Context: an optimization exercise on an open-source flow, tuned for small area and a short achievable clock period. The choices shown serve that exercise and are no tape-out recipe.
Where RTL was checked, it was by simulation tests only, not by an equivalence proof against the original.

Setup of rev 12:
==> flow/design.v <==
module dec_unit (
    input  wire         clk,
    input  wire         rst,       
    input  wire         trig,      
    input  wire [1:0]   op,        
    input  wire [127:0] a,
    input  wire [127:0] b,
    output reg  [127:0] r,         
    output wire         done,      
    output reg          cpl,       
    output reg          dov,       
    output reg          exc,       
    output wire [15:0]  detail     
);
    reg [127:0] a_q, b_q;          
    reg         chk_q;
    reg [4:0]   cnt;               
    reg         done_q;            
    reg         pre_q;             
    reg         sh_q, lg_q;        
    reg         es_q;              
    reg         na_q;              
    reg         c_q;               
    reg         g_q;               
    reg         z_q;               
    reg         fa_q;              
    reg         bop_q;             
    reg [4:0]   bidx_q;            
    assign done   = done_q;
    assign detail = {4'd0, bidx_q, bop_q, 1'b1, 5'd0};
    wire first  = (cnt == 5'd1);
    wire over15 = |(a_q[127:64] | b_q[127:64]);
    wire over23 = |(a_q[127:96] | b_q[127:96]);
    wire p1     = first | (sh_q ? (cnt == 5'd2)
                                : ((cnt[4:2] == 3'd0) & (cnt[1:0] != 2'd0)) | (cnt == 5'd4));
    wire p2     = es_q & ~g_q & (sh_q ? ((cnt == 5'd3) | (cnt == 5'd4))
                                      : ((cnt[4:2] == 3'd1) & (cnt[1:0] != 2'd0)) | (cnt == 5'd8));
    wire half   = first ? ~over15 : (sh_q | (cnt > 5'd8));
    wire fseg   = first | (cnt[0] & (sh_q | cnt[3] | cnt[4] | ~cnt[1]));
    wire nin    = es_q & (p1 | p2);            
    reg [31:0] sl;
    reg [7:0]  bad_a, bad_b, nz;
    reg        c;
    reg [3:0]  x, y, o;
    reg [4:0]  t;
    reg        co, c0, c1;
    integer i;
    always @* begin
        c = first ? es_q : (fseg ? 1'b0 : c_q);
        for (i = 0; i < 8; i = i + 1) begin
            x = a_q[4*i +: 4];
            y = b_q[4*i +: 4];
            if (nin) y = {~(y[3] | y[2] | y[1]), y[2] ^ y[1], y[1], ~y[0]};
            t  = {1'b0, x} + {1'b0, y};
            c0 = t[4] | (t[3] & (t[2] | t[1]));           
            c1 = t[4] | (t[3] & (t[2] | t[1] | t[0]));    
            co = c ? c1 : c0;
            o  = t[3:0] + {1'b0, co, co, c};
            if (p2) o = {~(o[3] | o[2] | o[1]), o[2] ^ o[1], o[1], ~o[0]};
            sl[4*i +: 4] = o;
            bad_a[i] = a_q[4*i+3] & (a_q[4*i+2] | a_q[4*i+1]);
            bad_b[i] = b_q[4*i+3] & (b_q[4*i+2] | b_q[4*i+1]);
            nz[i]    = |o;
            if (i == 0 && fseg) begin
                sl[3:0]  = first ? b_q[3:0] : a_q[3:0];    
                bad_a[0] = ~chk_q & (a_q[3:0] < 4'hA);
                bad_b[0] = b_q[3:0] < 4'hA;
                nz[0]    = 1'b0;
            end else
                c = co;
        end
    end
    function [2:0] low8(input [7:0] v);
        integer j;
        begin
            low8 = 3'd0;
            for (j = 7; j >= 0; j = j - 1)
                if (v[j]) low8 = j[2:0];
        end
    endfunction
    wire [1:0] seg = cnt[1:0] - 2'd1;
    wire       neg_r   = es_q ? (g_q ? (na_q & ~z_q) : ~na_q)
                              : (na_q & ~(z_q & ~g_q));
    wire [3:0] sign_r  = chk_q ? a_q[3:0] : {3'b110, neg_r};
    wire       cdig    = sh_q & ~es_q & g_q;      
    wire       invalid = exc;
    wire       a_bad   = |bad_a;
    wire       b_bad   = |bad_b;
    wire       near    = lg_q ? (cnt == 5'd16) :
                         sh_q ? (cnt == 5'd4) : (cnt == 5'd10);
    wire       fin     = pre_q & ~trig;
    wire       r_wr    = ~rst & fin & ~invalid;
    wire       r_hold  = ~rst & ~(fin & ~invalid);
    wire ld_a  = trig & ~op[1];
    wire t_h   = ~trig & half;                 
    wire t_f   = ~trig & ~half;                
    wire na_ld = (a[3:0] == 4'hB) || (a[3:0] == 4'hD);
    wire nb_ld = (b[3:0] == 4'hB) || (b[3:0] == 4'hD);
    always @(posedge clk) begin
        if (trig) begin
            chk_q <= op[1];
            na_q  <= na_ld;
            es_q  <= ~op[1] & (na_ld ^ nb_ld ^ op[0]);
        end
        a_q[31:0]   <= (a[31:0]   & {32{ld_a}}) | (a_q[63:32] & {32{~trig}});
        a_q[63:32]  <= (a[63:32]  & {32{ld_a}}) | (sl & {32{t_h}}) | (a_q[95:64] & {32{t_f}});
        a_q[95:64]  <= (a[95:64]  & {32{ld_a}}) | (a_q[127:96] & {32{~trig}});
        a_q[127:96] <= (a[127:96] & {32{ld_a}}) | (a_q[95:64] & {32{t_h}}) | (sl & {32{t_f}});
        b_q <= (b & {128{trig}}) | ({32'd0, b_q[127:32]} & {128{~trig}});
        if (first) begin
            sh_q <= ~over15;
            lg_q <= over23;
        end
        c_q <= c;
        if (p1) begin
            g_q  <= c;
            z_q  <= ~(|nz) & (first | z_q);
            fa_q <= a_bad | (fa_q & ~first);
            exc  <= a_bad | b_bad | (exc & ~first);
            if (a_bad & (~fa_q | first)) begin
                bop_q  <= 1'b0;
                bidx_q <= {seg, low8(bad_a)};
            end else if (b_bad & (~exc | first)) begin
                bop_q  <= 1'b1;
                bidx_q <= {seg, low8(bad_b)};
            end
        end
        cnt    <= trig ? 5'd1 : cnt + 5'd1;
        dov    <= ~invalid & ~es_q & g_q & lg_q;
        pre_q <= ~rst & ~trig & ~done_q & near;
        r <= ({a_q[127:65], a_q[64] | cdig, a_q[63:4], sign_r} & {128{r_wr}})
           | (r & {128{r_hold}});
        if (rst) begin
            done_q <= 1'b1;
            cpl    <= 1'b0;
        end else begin
            done_q <= ~trig & (done_q | pre_q);
            cpl    <= fin;
        end
    end
endmodule
Settings: LEC_CHECK=0, CAP_MARGIN=20, CORE_MARGIN=2, CORE_UTILIZATION=65, SLEW_MARGIN=60; clock period 70.0 ns.
standard.sh (not shown) runs the stock make flow with config.mk's settings and CLKGATE_MAP_FILE= SYNTH_SCRIPT=/design/flow/synth_recipe.tcl, a recipe that flattens the netlist after the stock synthesis.
==> flow/flow/run.sh <==
#!/bin/bash
# Standard ORFS layout, with the port buffers made from the smallest buffer
# cell (every input and output port still gets its own buffer), a two-level
# buffer tree for the trigger input's high-fanout nets before repair_design,
# and a clock tree of larger sink clusters from small buffers, without dummy
# loads.
set -euo pipefail
export BUFFER_PORTS_ARGS="-buffer_cell sky130_fd_sc_hd__buf_1"
export PRE_RESIZE_TCL="$PWD/flow/pre_resize.tcl"
export CTS_ARGS="-sink_clustering_enable -repair_clock_nets -dont_use_dummy_load -sink_clustering_size 14 -sink_clustering_max_diameter 90 -buf_list {sky130_fd_sc_hd__clkbuf_4 sky130_fd_sc_hd__clkbuf_8}"
bash standard.sh > standard.log 2>&1
Other scripts of this flow, unchanged in this note and not shown: flow/flow/pre_resize.tcl
Both conditions hold for rev 12: the flow ran to the end and the final layout passed the timing, design-rule and antenna checks.
For rev 13, these inputs were changed with respect to rev 12:
==> flow/design.v <==
module dec_unit (
    input  wire         clk,
    input  wire         rst,       
    input  wire         trig,      
    input  wire [1:0]   op,        
    input  wire [127:0] a,
    input  wire [127:0] b,
    output reg  [127:0] r,         
    output wire         done,      
    output reg          cpl,       
    output reg          dov,       
    output reg          exc,       
    output wire [15:0]  detail     
);
    reg [127:0] a_q, b_q;          
    reg         chk_q;
    reg [4:0]   cnt;               
    reg         done_q;            
    reg         pre_q;             
    reg         wrn_q;             
    reg         sh_q, lg_q;        
    reg         es_q;              
    reg         na_q;              
    reg         c_q;               
    reg         g_q;               
    reg         z_q;               
    reg         fa_q;              
    reg         inv_q;             
    reg         bop_q;             
    reg [4:0]   bidx_q;            
    assign done   = done_q;
    assign detail = {4'd0, bidx_q, bop_q, 1'b1, 5'd0};
    wire first  = (cnt == 5'd1);
    wire over15 = |(a_q[127:64] | b_q[127:64]);
    wire over23 = |(a_q[127:96] | b_q[127:96]);
    wire p1     = first | (sh_q ? (cnt == 5'd2)
                                : ((cnt[4:2] == 3'd0) & (cnt[1:0] != 2'd0)) | (cnt == 5'd4));
    wire p2     = es_q & ~g_q & (sh_q ? ((cnt == 5'd3) | (cnt == 5'd4))
                                      : ((cnt[4:2] == 3'd1) & (cnt[1:0] != 2'd0)) | (cnt == 5'd8));
    wire half   = first ? ~over15 : (sh_q | (cnt > 5'd8));
    wire fseg   = first | (cnt[0] & (sh_q | cnt[3] | cnt[4] | ~cnt[1]));
    wire nin    = es_q & (p1 | p2);            
    reg [31:0] sl;
    reg [7:0]  bad_a, bad_b, nz;
    reg        c;
    reg [3:0]  x, y, o;
    reg [4:0]  t;
    reg        co, c0, c1;
    integer i;
    always @* begin
        c = first ? es_q : (fseg ? 1'b0 : c_q);
        for (i = 0; i < 8; i = i + 1) begin
            x = a_q[4*i +: 4];
            y = b_q[4*i +: 4];
            if (nin) y = {~(y[3] | y[2] | y[1]), y[2] ^ y[1], y[1], ~y[0]};
            t  = {1'b0, x} + {1'b0, y};
            c0 = t[4] | (t[3] & (t[2] | t[1]));           
            c1 = t[4] | (t[3] & (t[2] | t[1] | t[0]));    
            co = c ? c1 : c0;
            o  = t[3:0] + {1'b0, co, co, c};
            if (p2) o = {~(o[3] | o[2] | o[1]), o[2] ^ o[1], o[1], ~o[0]};
            sl[4*i +: 4] = o;
            bad_a[i] = a_q[4*i+3] & (a_q[4*i+2] | a_q[4*i+1]);
            bad_b[i] = b_q[4*i+3] & (b_q[4*i+2] | b_q[4*i+1]);
            nz[i]    = |o;
            if (i == 0 && fseg) begin
                sl[3:0]  = first ? b_q[3:0] : a_q[3:0];    
                bad_a[0] = ~chk_q & (a_q[3:0] < 4'hA);
                bad_b[0] = b_q[3:0] < 4'hA;
                nz[0]    = 1'b0;
            end else
                c = co;
        end
    end
    function [2:0] low8(input [7:0] v);
        integer j;
        begin
            low8 = 3'd0;
            for (j = 7; j >= 0; j = j - 1)
                if (v[j]) low8 = j[2:0];
        end
    endfunction
    wire [1:0] seg = cnt[1:0] - 2'd1;
    wire       neg_r   = es_q ? (g_q ? (na_q & ~z_q) : ~na_q)
                              : (na_q & ~(z_q & ~g_q));
    wire [3:0] sign_r  = chk_q ? a_q[3:0] : {3'b110, neg_r};
    wire       cdig    = sh_q & ~es_q & g_q;      
    wire       invalid = inv_q;
    wire       a_bad   = |bad_a;
    wire       b_bad   = |bad_b;
    wire       near    = lg_q ? (cnt == 5'd16) :
                         sh_q ? (cnt == 5'd4) : (cnt == 5'd10);
    wire       fin     = pre_q & ~trig;
    wire       r_wr    = ~(rst | wrn_q | trig);
    wire       r_hold  = ~rst & (wrn_q | trig);
    wire ld_a  = trig & ~op[1];
    wire t_h   = ~trig & half;                 
    wire t_f   = ~trig & ~half;                
    wire na_ld = (a[3:0] == 4'hB) || (a[3:0] == 4'hD);
    wire nb_ld = (b[3:0] == 4'hB) || (b[3:0] == 4'hD);
    always @(posedge clk) begin
        if (trig) begin
            chk_q <= op[1];
            na_q  <= na_ld;
            es_q  <= ~op[1] & (na_ld ^ nb_ld ^ op[0]);
        end
        a_q[31:0]   <= (a[31:0]   & {32{ld_a}}) | (a_q[63:32] & {32{~trig}});
        a_q[63:32]  <= (a[63:32]  & {32{ld_a}}) | (sl & {32{t_h}}) | (a_q[95:64] & {32{t_f}});
        a_q[95:64]  <= (a[95:64]  & {32{ld_a}}) | (a_q[127:96] & {32{~trig}});
        a_q[127:96] <= (a[127:96] & {32{ld_a}}) | (a_q[95:64] & {32{t_h}}) | (sl & {32{t_f}});
        b_q <= (b & {128{trig}}) | ({32'd0, b_q[127:32]} & {128{~trig}});
        if (first) begin
            sh_q <= ~over15;
            lg_q <= over23;
        end
        c_q <= c;
        if (p1) begin
            g_q  <= c;
            z_q  <= ~(|nz) & (first | z_q);
            fa_q <= a_bad | (fa_q & ~first);
            inv_q <= a_bad | b_bad | (inv_q & ~first);
            if (a_bad & (~fa_q | first)) begin
                bop_q  <= 1'b0;
                bidx_q <= {seg, low8(bad_a)};
            end else if (b_bad & (~inv_q | first)) begin
                bop_q  <= 1'b1;
                bidx_q <= {seg, low8(bad_b)};
            end
        end
        cnt    <= trig ? 5'd1 : cnt + 5'd1;
        dov    <= ~invalid & ~es_q & g_q & lg_q;
        exc    <= invalid;
        pre_q <= ~rst & ~trig & ~done_q & near;
        wrn_q <= ~(~rst & ~trig & ~done_q & near & ~inv_q);  
        r <= ({a_q[127:65], a_q[64] | cdig, a_q[63:4], sign_r} & {128{r_wr}})
           | (r & {128{r_hold}});
        if (rst) begin
            done_q <= 1'b1;
            cpl    <= 1'b0;
        end else begin
            done_q <= ~trig & (done_q | pre_q);
            cpl    <= fin;
        end
    end
endmodule
[summary]
- When rev 13 is set beside rev 12, its minimum setup slack in the final design turns out to be 0.19 ns larger.
- Between rev 12 and rev 13, the die area figures differ only marginally.
- The final reports for rev 13 and rev 12 show actual slew at the worst max-slew pin lower in the former.
- For netlist area before placement, rev 12 and rev 13 come out practically identical.
- Rev 13: first-pass GRT wire length is 1400 µm higher than what rev 12 reported.
- When rev 13 is set beside rev 12, its utilization turns out to be 0.21 points larger.
- Compared to rev 12, rev 13 has extra flip-flops.
- Between rev 12 and rev 13, minimum period implied by the final worst setup slack is lower for rev 13, rev 12 comes in above that.
- Re top-level I/O count: no difference whatsoever between rev 13 and rev 12.
- Compared with rev 12, rev 13 shows a lower post-route fraction of the period consumed by the critical path.
- Rev 13 vs rev 12, number of global-route vias before repair went up by 0.91%.
- Across both runs, via density per instance was lower for rev 13 than for rev 12.
- The first-iteration DRC count of rev 13 falls short of that of rev 12 by about 13%.
For rev 13, only the layout was checked, not whether the RTL still works.

-- separate check: timing with driven ports --
Ports are ideal in the flow. The routed layouts listed here were re-timed in OpenROAD.
Step 1 sets driving cells, clkbuf_16 on the clock port and buf_2 on the other inputs (assumed; they add their load-dependent delay and slew).
Step 2 also shifts input and output timing later by t, the mid clock arrival at the registers, as if the neighbouring blocks saw the same clock.
Slacks: ideal ports / drivers / drivers and shift; pairs: ideal ports / drivers.
run	shift t [ns]	setup slack, ns	clock arrival spread, ns	slew at the worst register clock pin (ns)
rev 12	0.584	54.580 / 54.605 / 54.022	0.061 / 0.061	0.09 / 0.09
rev 13	0.584	54.772 / 54.758 / 54.211	0.055 / 0.055	0.11 / 0.11
After both steps every run listed still meets setup and hold. For rev 13, which loses most, drivers alone change the setup slack by -0.014 ns; drivers and shift together by -0.561 ns.
